From an optimization exercise on the open Yosys and OpenROAD flow, aimed at small area; shortcuts taken in it are not production practice.
In this exercise RTL edits were held to simulation tests only and were not proved equivalent to the original.
Power figures rest on the tool's default switching activity, not on a simulated workload.

===== design/flow/config.mk =====
export PLATFORM = sky130hd
export DESIGN_NAME = sird_rx
export DESIGN_NICKNAME = sird_rx
export VERILOG_FILES = /design/flow/design.v
export SDC_FILE = /design/flow/constraint.sdc
export NUM_CORES = 4
export LEC_CHECK = 0
export CAP_MARGIN = 20
export CORE_MARGIN = 2
export CORE_UTILIZATION = 60
export CTS_BUF_LIST = sky130_fd_sc_hd__clkbuf_8
export CTS_CLUSTER_DIAMETER = 60
export SLEW_MARGIN = 20

===== design/flow/flow/area.abc =====
strash
&get -n
&deepsyn -T 60
&dch
&nf -p -R 1000
&put

===== design/flow/standard.sh =====
#!/bin/bash
# synth_recipe.tcl (not shown) runs the flow's synth.tcl, then flattens the netlist and writes it again
# the make line also repeats each setting of config.mk as NAME=value (left out here)
make -C /OpenROAD-flow-scripts/flow DESIGN_CONFIG=/design/flow/config.mk WORK_HOME=/design/flow/orfs CLKGATE_MAP_FILE= SYNTH_SCRIPT=/design/flow/synth_recipe.tcl "${@:-finish}"

===== design/flow/design.v =====
module sird_dec (
    input  wire [9:0] code,
    input  wire       rd_in,     
    output wire       dat,
    output wire [7:0] data,
    output wire       sot,
    output wire       eot,
    output wire       sos,
    output wire       syn,
    output wire       cap,
    output wire       idl,
    output wire       rd_out
);
    wire [5:0] six  = code[9:4];
    wire [3:0] four = code[3:0];
    function [6:0] t6(input [5:0] c);
        case (c)
            6'b000101: t6 = {1'b0, 1'b1, 5'b11111};
            6'b000110: t6 = {1'b0, 1'b1, 5'b10000};
            6'b000111: t6 = {1'b0, 1'b1, 5'b11111};
            6'b001001: t6 = {1'b0, 1'b1, 5'b11111};
            6'b001010: t6 = {1'b0, 1'b1, 5'b10000};
            6'b001011: t6 = {1'b1, 1'b1, 5'b00000};
            6'b001100: t6 = {1'b0, 1'b1, 5'b10100};
            6'b001101: t6 = {1'b1, 1'b1, 5'b00000};
            6'b001110: t6 = {1'b1, 1'b1, 5'b00000};
            6'b010001: t6 = {1'b0, 1'b1, 5'b11111};
            6'b010010: t6 = {1'b0, 1'b1, 5'b10000};
            6'b010011: t6 = {1'b1, 1'b1, 5'b00000};
            6'b010100: t6 = {1'b0, 1'b1, 5'b10101};
            6'b010101: t6 = {1'b1, 1'b1, 5'b00000};
            6'b010110: t6 = {1'b1, 1'b1, 5'b00000};
            6'b010111: t6 = {1'b1, 1'b0, 5'b10101};
            6'b011000: t6 = {1'b0, 1'b1, 5'b00110};
            6'b011001: t6 = {1'b1, 1'b1, 5'b00000};
            6'b011010: t6 = {1'b1, 1'b1, 5'b00000};
            6'b011011: t6 = {1'b1, 1'b0, 5'b00110};
            6'b011100: t6 = {1'b1, 1'b1, 5'b00000};
            6'b011101: t6 = {1'b1, 1'b0, 5'b01111};
            6'b011110: t6 = {1'b1, 1'b0, 5'b00000};
            6'b100001: t6 = {1'b0, 1'b1, 5'b11111};
            6'b100010: t6 = {1'b0, 1'b1, 5'b10000};
            6'b100011: t6 = {1'b1, 1'b1, 5'b00000};
            6'b100100: t6 = {1'b0, 1'b1, 5'b11001};
            6'b100101: t6 = {1'b1, 1'b1, 5'b00000};
            6'b100110: t6 = {1'b1, 1'b1, 5'b00000};
            6'b100111: t6 = {1'b1, 1'b0, 5'b11001};
            6'b101000: t6 = {1'b0, 1'b1, 5'b01010};
            6'b101001: t6 = {1'b1, 1'b1, 5'b00000};
            6'b101010: t6 = {1'b1, 1'b1, 5'b00000};
            6'b101011: t6 = {1'b1, 1'b0, 5'b01010};
            6'b101100: t6 = {1'b1, 1'b1, 5'b00000};
            6'b101101: t6 = {1'b1, 1'b0, 5'b01111};
            6'b101110: t6 = {1'b1, 1'b0, 5'b00000};
            6'b110001: t6 = {1'b1, 1'b1, 5'b00000};
            6'b110010: t6 = {1'b1, 1'b1, 5'b00000};
            6'b110011: t6 = {1'b1, 1'b0, 5'b01011};
            6'b110100: t6 = {1'b1, 1'b1, 5'b00000};
            6'b110101: t6 = {1'b1, 1'b0, 5'b01111};
            6'b110110: t6 = {1'b1, 1'b0, 5'b00000};
            6'b111000: t6 = {1'b1, 1'b0, 5'b00000};
            6'b111001: t6 = {1'b1, 1'b0, 5'b01111};
            6'b111010: t6 = {1'b1, 1'b0, 5'b00000};
            default: t6 = 7'd0;
        endcase
    endfunction
    wire [6:0] e6  = t6(six);
    wire       ok6 = rd_in ? e6[5] : e6[6];
    wire [4:0] x   = e6[4:0] ^ {six[1], six[2], six[3], six[4], six[5]};
    wire [2:0] n6 = six[0] + six[1] + six[2] + six[3] + six[4] + six[5];
    wire [2:0] n4 = four[0] + four[1] + four[2] + four[3];
    wire rd_mid = (n6 > 3'd3 || six == 6'b000111) ? 1'b1 :
                  (n6 < 3'd3 || six == 6'b111000) ? 1'b0 : rd_in;
    assign rd_out = (n4 > 3'd2 || four == 4'b0011) ? 1'b1 :
                    (n4 < 3'd2 || four == 4'b1100) ? 1'b0 : rd_mid;
    wire a7 = rd_mid ? (x == 5'd11 || x == 5'd13 || x == 5'd14)
                     : (x == 5'd17 || x == 5'd18 || x == 5'd20);
    reg       ok4;
    reg [2:0] y;
    always @* begin
        ok4 = 1'b1;
        y   = 3'd0;
        case ({rd_mid, four})
            5'b0_1011, 5'b1_0100: y = 3'd0;
            5'b0_1001, 5'b1_1001: y = 3'd1;
            5'b0_0101, 5'b1_0101: y = 3'd2;
            5'b0_1100, 5'b1_0011: y = 3'd3;
            5'b0_1101, 5'b1_0010: y = 3'd4;
            5'b0_1010, 5'b1_1010: y = 3'd5;
            5'b0_0110, 5'b1_0110: y = 3'd6;
            5'b0_1110, 5'b1_0001: begin y = 3'd7; ok4 = !a7; end
            5'b0_0111, 5'b1_1000: begin y = 3'd7; ok4 = a7; end
            default: ok4 = 1'b0;
        endcase
    end
    assign dat  = ok6 && ok4;
    assign data = dat ? {y, x} : 8'h00;
    wire k28 = rd_in ? (six == 6'b110000) : (six == 6'b001111);
    assign cap = k28 && (four == (rd_in ? 4'b1011 : 4'b0100));
    assign syn = k28 && (four == (rd_in ? 4'b0110 : 4'b1001));
    assign sos = k28 && (four == (rd_in ? 4'b1010 : 4'b0101));
    assign idl = k28 && (four == (rd_in ? 4'b0101 : 4'b1010));
    assign sot = rd_in ? (code == 10'b001001_0111) : (code == 10'b110110_1000);
    assign eot = rd_in ? (code == 10'b010001_0111) : (code == 10'b101110_1000);
endmodule
module sird_rx (
    input  wire        clk,
    input  wire        rst,           
    input  wire        in_valid,
    input  wire [9:0]  in_code,       
    output wire        mk_valid,
    output wire        mk_capt,       
    output wire        mk_ok,
    output wire [7:0]  mk_num,
    output wire        hdr_valid,
    output wire        hdr_ok,
    output wire [1:0]  hdr_mode,
    output wire        hdr_latch,
    output wire [1:0]  hdr_rdiv,
    output wire [9:0]  hdr_mf,
    output wire [7:0]  hdr_quota,
    output wire [7:0]  hdr_cmd_len,
    output wire [7:0]  hdr_cycle,
    output wire        cmd_valid,
    output wire        cmd_ok,
    output wire        body_valid,
    output wire [7:0]  body_data,
    output wire        seg_valid,
    output wire        seg_ok,
    output wire        seg_bad,       
    output wire [7:0]  seg_pos,
    output wire [7:0]  seg_nstat,
    output wire [10:0] seg_len,
    output wire        seg_fmt_ok,    
    output wire [5:0]  seg_nsb,       
    output wire [4:0]  seg_kinds,     
    output wire        pi_valid,
    output wire [4:0]  pi_pos,
    output wire [23:0] pi_sample,
    output wire [7:0]  pi_cnt,
    output wire        trn_valid,
    output wire [5:0]  trn_nseg,
    output wire        trn_abort,
    output wire        trn_trunc,
    output wire        trn_stray,
    output wire        trn_hdr_bad,
    output reg  [15:0] code_errs,
    output reg  [15:0] crc_errs,
    output reg  [15:0] trains_lost
);
    reg        v;               
    reg  [9:0] code_r;
    reg        rd;              
    always @(posedge clk) begin
        v      <= in_valid && !rst;
        code_r <= in_code;
    end
    wire       dat, sot, eot, sos, syn, cap, idl, rd_nx;
    wire [7:0] byte_;           
    sird_dec u_dec (
        .code   (code_r),
        .rd_in  (rd),
        .dat    (dat),
        .data   (byte_),
        .sot    (sot),
        .eot    (eot),
        .sos    (sos),
        .syn    (syn),
        .cap    (cap),
        .idl    (idl),
        .rd_out (rd_nx)
    );
    wire bad    = !(dat || sot || eot || sos || syn || cap || idl);
    wire unit   = dat || bad;               
    wire is_end = sot || eot || idl;
    function [15:0] crc_byte(input [15:0] c, input [7:0] b);
        integer k;
        reg [15:0] r;
        begin
            r = c;
            for (k = 7; k >= 0; k = k - 1) begin
                if (r[15] ^ b[k])
                    r = {r[14:0], 1'b0} ^ 16'h1021;
                else
                    r = {r[14:0], 1'b0};
            end
            crc_byte = r;
        end
    endfunction
    reg [2:0] mst;
    reg [7:0] mk_p1;
    wire mk_p1_due = mst[2] && !mst[1];
    wire fa        = v && !mst[2] && !mst[1] && !syn && !cap;    
    localparam [2:0] S_OUT = 3'd0,
                     S_HDR = 3'd1,
                     S_CMD = 3'd2,
                     S_GAP = 3'd3,
                     S_SEG = 3'd4,
                     S_SKT = 3'd5,      
                     S_SKH = 3'd6;      
    localparam [2:0] B_KIND = 3'd0,
                     B_LENP = 3'd1,     
                     B_LENO = 3'd2,     
                     B_DCAP = 3'd3,     
                     B_DATA = 3'd4,     
                     B_DEAD = 3'd5;
    reg [2:0]  state;
    reg [10:0] cnt;             
    reg        ub;              
    reg [7:0]  d1, d2;          
    reg [15:0] crc;             
    reg        lok;             
    reg [7:0]  h3, h4, h5, h6;
    reg [4:0]  h7;
    reg [7:0]  spos, snstat;
    reg [5:0]  nseg;            
    reg        stray;
    reg [2:0]  bst;
    reg [7:0]  brem;            
    reg [5:0]  nsb;
    reg [4:0]  kinds;
    reg        pi_have;
    wire in_hdr = (state == S_HDR);
    wire in_cmd = (state == S_CMD);
    wire in_seg = (state == S_SEG);
    wire in_gap = (state == S_GAP);
    wire shift    = fa && unit && (in_hdr || in_cmd || in_seg);
    wire [15:0] crc_next = crc_byte(crc, d2);
    wire crc_eq   = (crc_next == {byte_, d1});
    wire lastgood = !ub && !bad;
    wire [10:0] cnt_inc = cnt + 11'd1;
    wire hdr_end  = fa && unit && in_hdr && (cnt[2:0] == 3'd7);
    wire len_ok   = (h3 == 8'd0) || (h3 >= 8'd6 && h3 <= 8'd70);
    wire hok      = lastgood && crc_eq && len_ok;
    wire cmd_end  = fa && unit && in_cmd && (cnt_inc[6:0] == h3[6:0]);
    wire seg_long = (cnt[10:2] != 9'd0);
    wire close    = fa && in_seg && (sos || is_end);
    wire sgood    = seg_long && !ub && lok;
    wire pstep    = fa && unit && in_seg && seg_long;    
    wire uclr     = (fa && (sot || sos)) || hdr_end;     
    wire tend     = fa && is_end && (state != S_OUT);
    wire trunc    = in_hdr || in_cmd || (state == S_SKT);
    wire hbad     = (state == S_SKH);
    wire crc_fail = ((hdr_end || cmd_end) && lastgood && !crc_eq) ||
                    (close && seg_long && !ub && !lok);
    wire kind_ok  = (d2[7:4] == 4'd0) && (d2[3:0] != 4'd0) && (d2[3:0] <= 4'd5);
    wire chsh     = (fa && unit && in_hdr && (cnt[2:0] != 3'd7)) ||
                    (pstep && bst == B_DCAP);
    always @(posedge clk) begin
        if (rst) begin
            rd    <= 1'b0;
            mst   <= 3'd0;
            state <= S_OUT;
        end else if (v) begin
            rd <= rd_nx;
            if (mk_p1_due)
                mst[2:1] <= dat ? 2'b01 : 2'b11;
            else if (mst[1])
                mst[2:1] <= 2'b00;
            else if (syn || cap)
                mst <= {2'b10, cap};
            if (fa) begin
                if (sot)
                    state <= S_HDR;
                else if (is_end)
                    state <= S_OUT;
                else case (state)
                    S_HDR:
                        if (!unit)
                            state <= S_SKT;
                        else if (cnt[2:0] == 3'd7)
                            state <= !hok ? S_SKH : (h3 == 8'd0) ? S_GAP : S_CMD;
                    S_CMD:
                        if (!unit)
                            state <= S_SKT;
                        else if (cnt_inc[6:0] == h3[6:0])
                            state <= S_GAP;
                    S_GAP:
                        if (sos)
                            state <= S_SEG;
                    default: ;
                endcase
            end
        end
    end
    always @(posedge clk) begin
        if (mk_p1_due && v)
            mk_p1 <= byte_;
        if (shift) begin
            d1  <= byte_;
            d2  <= d1;
            lok <= crc_eq;
        end
        if (uclr)
            crc <= 16'hFFFF;
        else if (shift && cnt[10:1] != 10'd0)
            crc <= crc_next;
        if (uclr)
            cnt <= 11'd0;
        else if (shift && cnt != 11'h7FF)
            cnt <= cnt_inc;
        if (uclr)
            ub <= 1'b0;
        else if (shift && bad)
            ub <= 1'b1;
        if (chsh) begin
            h3 <= d2;
            h4 <= h3;
            h5 <= h4;
            h6 <= h5;
            h7 <= h6[4:0];
        end
        if (uclr) begin
            spos   <= 8'h00;
            snstat <= 8'h00;
        end else if (shift && cnt == 11'd0)
            spos   <= byte_;
        else if (shift && cnt == 11'd1)
            snstat <= byte_;
        if (fa && sot) begin
            nseg  <= 6'd0;
            stray <= 1'b0;
        end else if (fa && sos && (in_gap || in_seg)) begin
            if (nseg != 6'd63)
                nseg <= nseg + 6'd1;
        end else if (fa && unit && in_gap)
            stray <= 1'b1;
        if (uclr) begin
            bst     <= B_KIND;
            nsb     <= 6'd0;
            kinds   <= 5'd0;
            pi_have <= 1'b0;
        end else if (pstep) begin
            case (bst)
                B_KIND:
                    if (!kind_ok)
                        bst <= B_DEAD;
                    else begin
                        bst <= (d2[3:0] == 4'd1) ? B_LENP : B_LENO;
                        if (nsb != 6'd63)
                            nsb <= nsb + 6'd1;
                        kinds[d2[2:0] - 3'd1] <= 1'b1;
                    end
                B_LENP: begin
                    brem <= d2;
                    bst  <= (d2 != 8'd4) ? B_DEAD : pi_have ? B_DATA : B_DCAP;
                end
                B_LENO: begin
                    brem <= d2;
                    bst  <= (d2 == 8'd0) ? B_KIND : B_DATA;
                end
                B_DCAP, B_DATA: begin
                    brem <= brem - 8'd1;
                    if (brem == 8'd1) begin
                        bst <= B_KIND;
                        if (bst == B_DCAP)
                            pi_have <= 1'b1;
                    end
                end
                default: ;
            endcase
        end
    end
    wire [16:0] ce_inc = code_errs + (v && bad);
    wire [16:0] cr_inc = crc_errs + crc_fail;
    wire [16:0] tl_inc = trains_lost + (tend && (!eot || trunc || hbad));
    always @(posedge clk) begin
        if (rst) begin
            code_errs   <= 16'd0;
            crc_errs    <= 16'd0;
            trains_lost <= 16'd0;
        end else begin
            code_errs   <= ce_inc[15:0] | {16{ce_inc[16]}};
            crc_errs    <= cr_inc[15:0] | {16{cr_inc[16]}};
            trains_lost <= tl_inc[15:0] | {16{tl_inc[16]}};
        end
    end
    assign mk_valid    = v && mst[1];
    assign mk_capt     = mst[0];
    assign mk_ok       = !mst[2] && dat && (byte_ == ~mk_p1);
    assign mk_num      = mk_p1;
    assign hdr_valid   = hdr_end;
    assign hdr_ok      = hok;
    assign hdr_mode    = h7[1:0];
    assign hdr_latch   = h7[2];
    assign hdr_rdiv    = h7[4:3];
    assign hdr_mf      = {h5[1:0], h6};
    assign hdr_quota   = h4;
    assign hdr_cmd_len = h3;
    assign hdr_cycle   = d2;
    assign cmd_valid   = cmd_end;
    assign cmd_ok      = lastgood && crc_eq;
    assign body_valid  = pstep;
    assign body_data   = d2;
    assign seg_valid   = close;
    assign seg_ok      = sgood;
    assign seg_bad     = ub;
    assign seg_pos     = spos;
    assign seg_nstat   = snstat;
    assign seg_len     = cnt;
    assign seg_fmt_ok  = (bst == B_KIND);
    assign seg_nsb     = nsb;
    assign seg_kinds   = kinds;
    assign pi_valid    = close && sgood && (bst == B_KIND) && pi_have;
    assign pi_pos      = spos[4:0];
    assign pi_sample   = {h4, h5, h6};
    assign pi_cnt      = h3;
    assign trn_valid   = tend;
    assign trn_nseg    = nseg;
    assign trn_abort   = !eot;
    assign trn_trunc   = trunc;
    assign trn_stray   = stray;
    assign trn_hdr_bad = hbad;
endmodule

===== design/flow/flow/run.sh =====
#!/bin/bash
# Own layout flow: the standard layout (standard.sh) with these changes:
#  - synthesis is the standard flow's own synth_recipe.tcl, except that ABC maps the
#    logic with an area-oriented script (flow/area.abc) in place of ORFS's
#    speed script, and adders are left to ABC rather than mapped to half
#    and full adder cells first; the registers are left as the standard
#    synthesis makes them;
#  - each port gets the smallest buffer, buf_1, in place of the default one;
#  - clock tree synthesis clusters the registers in larger groups, each
#    driven by one clkbuf_8, and adds no dummy loads to the tree.
# make's full output goes to make_finish.log here; ORFS keeps each step's
# log under orfs/logs.
set -euo pipefail
W=$(pwd)
bash standard.sh "SYNTH_SCRIPT=$W/flow/my_synth.tcl" "ADDER_MAP_FILE=" \
    "BUFFER_PORTS_ARGS=-buffer_cell sky130_fd_sc_hd__buf_1" \
    "CTS_ARGS=-sink_clustering_enable -repair_clock_nets -dont_use_dummy_load -sink_buffer_max_cap_derate 0.3 -sink_clustering_size 12 -sink_clustering_max_diameter 150 -buf_list sky130_fd_sc_hd__clkbuf_8" \
    finish > make_finish.log 2>&1

===== design/flow/constraint.sdc =====
create_clock -name core_clock -period 10.0 [get_ports {clk}]
set_input_delay 2.0000 -clock core_clock [delete_from_list [all_inputs] [get_ports {clk}]]
set_output_delay 2.0000 -clock core_clock [all_outputs]
set_load 0.01 [all_outputs]

===== design/flow/flow/my_synth.tcl =====
# synth_recipe.tcl, with the main ABC mapping run on flow/area.abc
set my_dir [file dirname [file normalize [info script]]]
proc abc {args} {
  global my_dir
  set i [lsearch -exact $args -script]
  if { $i >= 0 && [string match *abc_speed.script [lindex $args [expr { $i + 1 }]]] } {
    set args [lreplace $args [expr { $i + 1 }] [expr { $i + 1 }] $my_dir/area.abc]
  }
  yosys abc {*}$args
}
source [file join $my_dir .. synth_recipe.tcl]

==> run_results.csv, run 1 <==
group,metric,value,unit
clock_tree,cts_buffer_depth,3,
worst_setup_path,crit_end,"hdr_ok",
power_and_ir_drop,comb_power_share,11.6,%
grt,grt-ovfl-total,0,
floorplan,rows,44,
finish,fin_nets,1153,
placement,pre_cts_slack,3.39,ns
sta,worst_pin_slew,1.08,ns
floorplan,core-area,0.0146,mm²
floorplan,dieArea,0.0161,mm²
worst_setup_path,regToRegStartpoint,"code_r[6]",
finish,fin_util,69.6,%
route,route.detailed.drc,0,
floorplan,fp.dieH,127,µm
placement,place_area,0.00990,mm²
route,ant_nets,0,
grt,grt_util_all_layers,26.7,%
finish,multi_input_area,0.00388,mm²
power_and_ir_drop,ir_worst_vdd,116,µV
clock_tree,cts_tree,"yes",
synthesis,syn-cell-area,0.00907,mm²
clock_tree,cts-hold-fix-buffers,0,
synthesis,synth.lib_cells_used.distinct,51,
finish,ff_latch_area,0.00488,mm²
grt,antenna_found_initial,0,
sta,fmax,138,MHz
finish,areaGrowthSynthToFinish,12.4,%
synthesis,synth_fp_nets,947,
clock_tree,insertion_delay,0.51,ns
worst_setup_path,required,8.00,ns
route,drtIter0Drc,462,
synthesis,synth-async-reset-ratio,0,%
worst_setup_path,rr_worst_depth,23,
floorplan,start_util,62.0,%
clock_tree,cts_root_buf,"clkbuf_8",
worst_setup_path,worstPathArrival,5.24,ns
power_and_ir_drop,pwr_density_cell,152,mW/mm²
synthesis,synth_flop_cell,"dfxtp_1",
sta,rsz0062_at_grt,"false",
sta,period_needed,7.24,ns
power_and_ir_drop,clkPwrFrac,28.9,%
route,dr_total_vias,7673,
status,status,"timing/DRC/antenna clean",
power_and_ir_drop,p_sw_share,25.5,%
placement,dp_hpwl,16100,µm
worst_setup_path,r2r_end,"crc_errs[10]",
finish,nFillCells,1227,
route,drt-total-wl,22100,µm
clock_tree,cts-buffers-inserted,21,
power_and_ir_drop,leakagePower,3.52,nW
worst_setup_path,critPathMaxFanout,11,
grt,grt_pass1_wl,35200,µm
power_and_ir_drop,p_int,1.15,mW
clock_tree,htree_levels,1,
power_and_ir_drop,p_seq_share,59.4,%
sta,hold_viol_final,0,
grt,grt_max_degree,57,
synthesis,yosysSeqAreaShare,53.8,%
sta,slew-limit-headroom,27.6,%
route,dr.pass1.iters,5,
finish,final_common_cell,"buf_1",
worst_setup_path,r2r_slack,4.36,ns
finish,insertedDiodeCount,0,
worst_setup_path,startpoint_type,"flip-flop",
floorplan,die_w,127,µm
synthesis,netlist_instances,934,
route,wl_per_cell,16.7,µm
placement,portBuffers,214,
synthesis,yosys_warnings,2,
clock_tree,cts_setup_buffers,0,
sta,timing.final.crit_share,72.4,%
route,viasPerCell,5.80,
worst_setup_path,crit_type,"reg -> out",
finish,drive_gt1_share,2.99,%
clock_tree,cts-resized-gates,0,
synthesis,synth_enable_flop_cells,70,
sta,finClkSkew,0.0333,ns
clock_tree,clk_pin_slew_worst_paths,0.08,ns
sta,setup_viol,0,
synthesis,ys_ff_latch,209,
job,drv_cap,0,
sta,maxSlewViolCount,0,
worst_hold_path,hp-class,"reg -> reg",
worst_setup_path,cp-startpoint,"code_r[6]",
synthesis,avgSynthCellArea,9.71,µm²
clock_tree,cts.sinks,209,
floorplan,io_pins,215,
sta,finalSetupTns,0,ns
sta,postLayoutSetupSlackWorst,2.76,ns
power_and_ir_drop,total_power,1.55,mW
finish,final_cell_mix,"213 x buf_1, 139 x dfxtp_1, 112 x nor2_1",
finish,final_area,0.0102,mm²
worst_setup_path,worstSetupEndpointType,"primary output",
grt,grt_pass1_vias,6825,
placement,place.gp.congestion,0.879,
power_and_ir_drop,switching_power,0.394,mW
## power by group through the flow
stage | logic [mW] | registers [mW] | clock network [mW]
4_1_cts | 0.178 | 0.918 | 0.459
5_1_grt | 0.199 | 0.922 | 0.491
6_report | 0.180 | 0.919 | 0.447
3_3_place_gp | 0.173 | 0.937 | 0
2_1_floorplan | 0.131 | 0.934 | 0
3_5_place_dp | 0.177 | 0.938 | 0
## per-layer routing
layer	up-vias	GRT usage, %	wire [µm]
li1	3780	-	-
met5	-	0	0
met1	3520	38.7	9960
met4	0	6.79	503
met3	44	3.58	1710
met2	329	42.6	9890
## stage by stage
| step | hold WS (ns) | cells |
|---|---|---|
| 2_1_floorplan | 0.445 | 934 |
| 3_3_place_gp | 0.427 | 1301 |
| 3_5_place_dp | 0.432 | 1301 |
| 4_1_cts | 0.449 | 1322 |
| 5_1_grt | 0.459 | 1322 |
| 6_report | 0.448 | 1322 |
## cells by family after synthesis
group           share of synthesized area, %
simple gates                            19.0
mux                                    0.110
compound gates                          16.7
xor+xnor                                6.66
flops                                   53.8
buf+inv                                 3.77
## critical path, stage by stage (launching register included)
cell and delay, ns:
dfxtp_1 0.34, and2_0 0.20, a311oi_1 0.27, a21oi_1 0.09, a221oi_1 0.45, nor3_1 0.16
a21oi_1 0.34, o211ai_1 0.14, a21oi_1 0.12, o21ai_0 0.09, buf_4 0.18, a21oi_1 0.38
o22ai_1 0.16, a221oi_1 0.25, o2111ai_1 0.20, nor4_1 0.64, nor2b_1 0.34, o211a_1 0.20
buf_1 0.20
## worst min path at each step
stage / startpoint / end / slack, ns / cells past startpoint
2_1_floorplan: d1[3] / d2[3] / 0.44 / 0
3_3_place_gp: h5[2] / h6[2] / 0.43 / 0
3_5_place_dp: h5[6] / h6[6] / 0.43 / 0
4_1_cts: h5[6] / h6[6] / 0.45 / 0
5_1_grt: h5[6] / h6[6] / 0.46 / 0
6_report: h5[4] / h6[4] / 0.45 / 0
## Yosys cell counts, types with 11 or more instances
library cell	count	area (µm²)
nor4_1	11	68.8
nor3_1	36	180
a31oi_1	20	125
buf_4	39	293
xor2_1	31	272
dfxtp_1	139	2780
nand2b_1	12	75.1
a21oi_1	108	541
edfxtp_1	70	2100
a211oi_1	18	135
nor2b_1	22	138
clkinv_1	13	48.8
nor2_1	113	424
nand2_1	68	255
and3_1	21	131
o21ai_0	38	190
and2_0	14	87.6
nand3_1	27	135
xnor2_1	38	333
a22o_1	16	140
## registers in the layout (all words and copies together) (netlist names), 10 cells and up
name,cells
code_r,10
trains_lost,16
crc,16
code_errs,16
cnt,11
crc_errs,16
## layout make-up
cell class / instances / area share (%)
clock buffer: 21 / 2.83
inverter: 13 / 0.479
multi-input combinational: 673 / 38.0
sequential: 209 / 47.9
tap: 184 / 2.26
timing repair buffer: 222 / 8.48
==> inputs of run 2 (changes only) <==
--- a/design/flow/design.v
+++ b/design/flow/design.v
@@ -150,9 +150,5 @@
 );
-    reg        v;               
-    reg  [9:0] code_r;
+    wire       v      = in_valid && !rst;
+    wire [9:0] code_r = in_code;
     reg        rd;              
-    always @(posedge clk) begin
-        v      <= in_valid && !rst;
-        code_r <= in_code;
-    end
     wire       dat, sot, eot, sos, syn, cap, idl, rd_nx;
@@ -212,4 +208,3 @@
     reg        lok;             
-    reg [7:0]  h3, h4, h5, h6;
-    reg [4:0]  h7;
+    reg [7:0]  p0, p1, p2, p3;
     reg [7:0]  spos, snstat;
@@ -232,5 +227,5 @@
     wire hdr_end  = fa && unit && in_hdr && (cnt[2:0] == 3'd7);
-    wire len_ok   = (h3 == 8'd0) || (h3 >= 8'd6 && h3 <= 8'd70);
+    wire len_ok   = (p3 == 8'd0) || (p3 >= 8'd6 && p3 <= 8'd70);
     wire hok      = lastgood && crc_eq && len_ok;
-    wire cmd_end  = fa && unit && in_cmd && (cnt_inc[6:0] == h3[6:0]);
+    wire cmd_end  = fa && unit && in_cmd && (cnt_inc[6:0] == p3[6:0]);
     wire seg_long = (cnt[10:2] != 9'd0);
@@ -246,4 +241,9 @@
     wire kind_ok  = (d2[7:4] == 4'd0) && (d2[3:0] != 4'd0) && (d2[3:0] <= 4'd5);
-    wire chsh     = (fa && unit && in_hdr && (cnt[2:0] != 3'd7)) ||
-                    (pstep && bst == B_DCAP);
+    wire hdr_b    = fa && unit && in_hdr;
+    wire pi_b     = pstep && (bst == B_DCAP);
+    wire wp0      = (hdr_b && cnt[2:0] == 3'd2) || (pi_b && brem[2:0] == 3'd4);
+    wire wp1      = (hdr_b && cnt[2:0] == 3'd3) || (pi_b && brem[2:0] == 3'd3);
+    wire wp0b2    =  hdr_b && cnt[2:0] == 3'd4;
+    wire wp2      = (hdr_b && cnt[2:0] == 3'd5) || (pi_b && brem[2:0] == 3'd2);
+    wire wp3      = (hdr_b && cnt[2:0] == 3'd6) || (pi_b && brem[2:0] == 3'd1);
     always @(posedge clk) begin
@@ -271,3 +271,3 @@
                         else if (cnt[2:0] == 3'd7)
-                            state <= !hok ? S_SKH : (h3 == 8'd0) ? S_GAP : S_CMD;
+                            state <= !hok ? S_SKH : (p3 == 8'd0) ? S_GAP : S_CMD;
                     S_CMD:
@@ -275,3 +275,3 @@
                             state <= S_SKT;
-                        else if (cnt_inc[6:0] == h3[6:0])
+                        else if (cnt_inc[6:0] == p3[6:0])
                             state <= S_GAP;
@@ -305,9 +305,12 @@
             ub <= 1'b1;
-        if (chsh) begin
-            h3 <= d2;
-            h4 <= h3;
-            h5 <= h4;
-            h6 <= h5;
-            h7 <= h6[4:0];
-        end
+        if (wp0)
+            p0 <= d2;
+        else if (wp0b2)
+            p0[6:5] <= d2[1:0];
+        if (wp1)
+            p1 <= d2;
+        if (wp2)
+            p2 <= d2;
+        if (wp3)
+            p3 <= d2;
         if (uclr) begin
@@ -383,8 +386,8 @@
     assign hdr_ok      = hok;
-    assign hdr_mode    = h7[1:0];
-    assign hdr_latch   = h7[2];
-    assign hdr_rdiv    = h7[4:3];
-    assign hdr_mf      = {h5[1:0], h6};
-    assign hdr_quota   = h4;
-    assign hdr_cmd_len = h3;
+    assign hdr_mode    = p0[1:0];
+    assign hdr_latch   = p0[2];
+    assign hdr_rdiv    = p0[4:3];
+    assign hdr_mf      = {p0[6:5], p1};
+    assign hdr_quota   = p2;
+    assign hdr_cmd_len = p3;
     assign hdr_cycle   = d2;
@@ -405,4 +408,4 @@
     assign pi_pos      = spos[4:0];
-    assign pi_sample   = {h4, h5, h6};
-    assign pi_cnt      = h3;
+    assign pi_sample   = {p2, p1, p0};
+    assign pi_cnt      = p3;
     assign trn_valid   = tend;
==> run 2 against run 1 <==
Still clean on timing, DRC and antenna. Cell count down 0.53%. Synthesized cell count up 0.75%. Wire length down 5.5%. Critical endpoint unchanged.
==> run_results.csv, run 2 <==
group,metric,value,unit
status,status,"timing/DRC/antenna clean",
synthesis,synth_most_common_cell,"dfxtp_1",
clock_tree,htree_levels,4,
power_and_ir_drop,p_seq_share,60.3,%
sta,hold_viol_final,0,
synthesis,synth_fp_nets,954,
synthesis,avgSynthCellArea,9.22,µm²
sta,finClkSkew,0.0359,ns
route,wl_per_cell,15.9,µm
synthesis,synth-simple-area-share,21.1,%
grt,grt_pass1_wl,33400,µm
clock_tree,clk_pin_slew_worst_paths,0.08,ns
sta,setup_viol,0,
sta,hold_ws,0.458,ns
synthesis,synth_compound_area_share,15.2,%
sta,slew-limit-headroom,40.7,%
route,ant_nets,0,
grt,grt_max_degree,54,
route,route.detailed.drc,0,
synthesis,ys_ff_latch,186,
sta,maxSlewViolCount,0,
placement,portBuffers,214,
finish,final_common_cell,"buf_1",
floorplan,core-area,0.0140,mm²
clock_tree,cts.sinks,186,
synthesis,synth.lib_cells_used.distinct,49,
synthesis,synth_top_family_by_area,"simple AND/OR/NAND/NOR gates",
placement,dp_hpwl,15200,µm
floorplan,dieArea,0.0154,mm²
finish,fin_nets,1150,
power_and_ir_drop,comb_power_share,11.7,%
synthesis,yosysSeqAreaShare,50.4,%
clock_tree,cts-buffers-inserted,17,
worst_setup_path,crit_type,"in -> out",
floorplan,io_pins,215,
finish,insertedDiodeCount,0,
clock_tree,insertion_delay,0.47,ns
synthesis,post_synth_fa_ha_maj_area_fraction,0,%
grt,grt_pass1_vias,6542,
sta,worst_pin_slew,0.886,ns
power_and_ir_drop,p_sw_share,25.6,%
finish,areaGrowthSynthToFinish,11.4,%
synthesis,synth_enable_flop_cells,65,
finish,drive_gt1_share,2.20,%
grt,grt_util_all_layers,26.5,%
power_and_ir_drop,clkPwrFrac,28.0,%
floorplan,rows,43,
clock_tree,cts_tree,"yes",
worst_setup_path,critPathMaxFanout,19,
sta,timing.final.crit_share,83.8,%
power_and_ir_drop,ir_worst_vdd,124,µV
power_and_ir_drop,p_int,1.00,mW
power_and_ir_drop,total_power,1.35,mW
clock_tree,cts-resized-gates,0,
worst_setup_path,required,8.00,ns
grt,grt-ovfl-total,0,
placement,place.gp.congestion,0.898,
synthesis,netlist_instances,941,
worst_setup_path,worstSetupEndpointType,"primary output",
synthesis,syn-cell-area,0.00867,mm²
sta,period_needed,8.38,ns
floorplan,start_util,62.0,%
clock_tree,cts_setup_buffers,0,
synthesis,netlist_top_cells_area,"dfxtp_1 28%, edfxtp_1 23%, a21oi_1 5.7%",
clock_tree,cts-hold-fix-buffers,0,
finish,final_cell_mix,"213 x buf_1, 121 x dfxtp_1, 101 x nor2_1",
finish,nFillCells,1225,
power_and_ir_drop,switching_power,0.346,mW
clock_tree,cts_root_buf,"clkbuf_8",
power_and_ir_drop,pwr_density_cell,140,mW/mm²
sta,rsz0062_at_grt,"false",
floorplan,fp.dieH,124,µm
worst_setup_path,startpoint_type,"input pin",
placement,pre_cts_slack,1.68,ns
grt,antenna_found_initial,0,
synthesis,yosys_warnings,2,
synthesis,synthXorXnorAreaFrac,7.77,%
route,viasPerCell,5.71,
synthesis,synth-async-reset-ratio,0,%
power_and_ir_drop,leakagePower,3.31,nW
floorplan,die_w,124,µm
job,drv_cap,0,
synthesis,synth_top_cell_area_share,27.9,%
synthesis,synth_flop_cell,"dfxtp_1",
sta,fmax,119,MHz
route,dr.pass1.iters,5,
sta,finalSetupTns,0,ns
worst_hold_path,hp-class,"reg -> reg",
synthesis,synth_common_cells,"121 x dfxtp_1, 101 x nor2_1, 98 x a21oi_1",
synthesis,yosysTopAreaCell,"dfxtp_1",
route,dr_total_vias,7514,
route,drtIter0Drc,543,
route,drt-total-wl,20900,µm
sta,postLayoutSetupSlackWorst,1.62,ns
synthesis,synthMuxAreaShare,0.505,%
clock_tree,cts_buffer_depth,2,
worst_setup_path,worstPathArrival,6.38,ns
-- run 2: cell types whose count changed in the layout (fill, tap and decap cells not counted), moves of 12 or more --
cell	change
a22o_1	-12
clkinv_1	+13
dfxtp_1	-18
nand2_1	+17
nand3_1	+12
nor3_1	+12
o21ai_0	+12
-- run 2: routing by layer --
| metal | track usage, % | part of all wire [%] | vias up |
|---|---|---|---|
| met4 | 7.14 | 1.5 | 0 |
| met5 | 0 | 0 | - |
| met3 | 5.03 | 6.6 | 24 |
| met1 | 37.5 | 45 | 3483 |
| met2 | 42.1 | 46 | 298 |
| li1 | - | - | 3709 |
-- run 2: stage by stage --
step                      utilization (%)  instances  area [µm²]
after CTS                            69.1       1315        9660
after floorplan                         -        941        8670
final                                69.1       1315        9660
after global routing                 69.1       1315        9660
after global placement               67.4       1298        9430
after detailed placement             67.4       1298        9430
-- run 2: power groups by stage --
stage	registers (mW)	logic (mW)	clock network [mW]
final	0.814	0.159	0.377
after detailed placement	0.831	0.155	0
after CTS	0.814	0.157	0.390
after floorplan	0.829	0.107	0
after global placement	0.831	0.154	0
after global routing	0.816	0.176	0.416
-- run 2: path summary, 6_finish.rpt --
| check | start | endpoint | slack, ns | cells after the start |
|---|---|---|---|---|
| hold reg to reg | kinds[3] | kinds[3] | 0.46 | 2 |
| hold / removal | kinds[3] | kinds[3] | 0.46 | 2 |
| setup / recovery | in_code[4] | hdr_ok | 1.62 | 19 |
| setup reg to reg | rd | trains_lost[2] | 5.04 | 18 |
-- run 2: area by class of cell --
class,instances,area [µm²],area share [%]
well taps,180,225,2.33
clock buffers,17,234,2.42
repair buffers,221,857,8.87
multi-input cells,685,3870,40.1
inverters,26,97.6,1.01
flip-flops and latches,186,4370,45.3
-- run 2: kinds of logic after synthesis --
logic type	Yosys count
buffers and inverters	70
multiplexers	4
AND/OR/NAND/NOR	379
XOR/XNOR	77
AO/OA/AOI/OAI	225
flip-flops	186
-- run 2: critical path: stages --
cell       delay [ns]
buf_1            0.55
nor2_1           0.24
o32ai_1          0.28
nand3_1          0.10
nor2_1           0.31
a31oi_1          0.20
nand2_1          0.10
o21ai_0          0.11
nor3_1           0.23
a211oi_1         0.07
nor3b_1          0.21
buf_4            0.21
nand2_1          0.13
xnor2_1          0.17
a2111oi_0        0.45
nand3_1          0.29
nor3_1           0.37
o21a_1           0.19
buf_1            0.18

re-timing with driven ports:
The results above use ideal ports. As a check the final layouts listed here were re-extracted and re-timed, cells and wires unchanged. Step 1 assumes that a clkbuf_16 drives the clock port and a buf_2 every other input. Step 2 times the ports against the registers' clock, not the clock port: input delays grow and output delays shrink by t, the midpoint of the rising clock arrivals with the driver on. Three values: no drivers, after step 1, after step 2; two values: the first two.
run | shift t [ns] | setup WS [ns] | slew at the worst register clock pin (ns) | worst data-port slew with drivers (ns) | cell pins on the clock port's net
run 1 | 0.532 | 2.755 / 2.716 / 3.247 | 0.08 / 0.08 | 0.03 | 1
run 2 | 0.495 | 1.615 / 1.591 / 1.591 | 0.10 / 0.10 | 0.04 | 1
After both steps setup and hold are still met in every run listed. For run 2, which loses most, drivers alone change the setup slack by -0.024 ns; drivers and shift together by -0.024 ns.
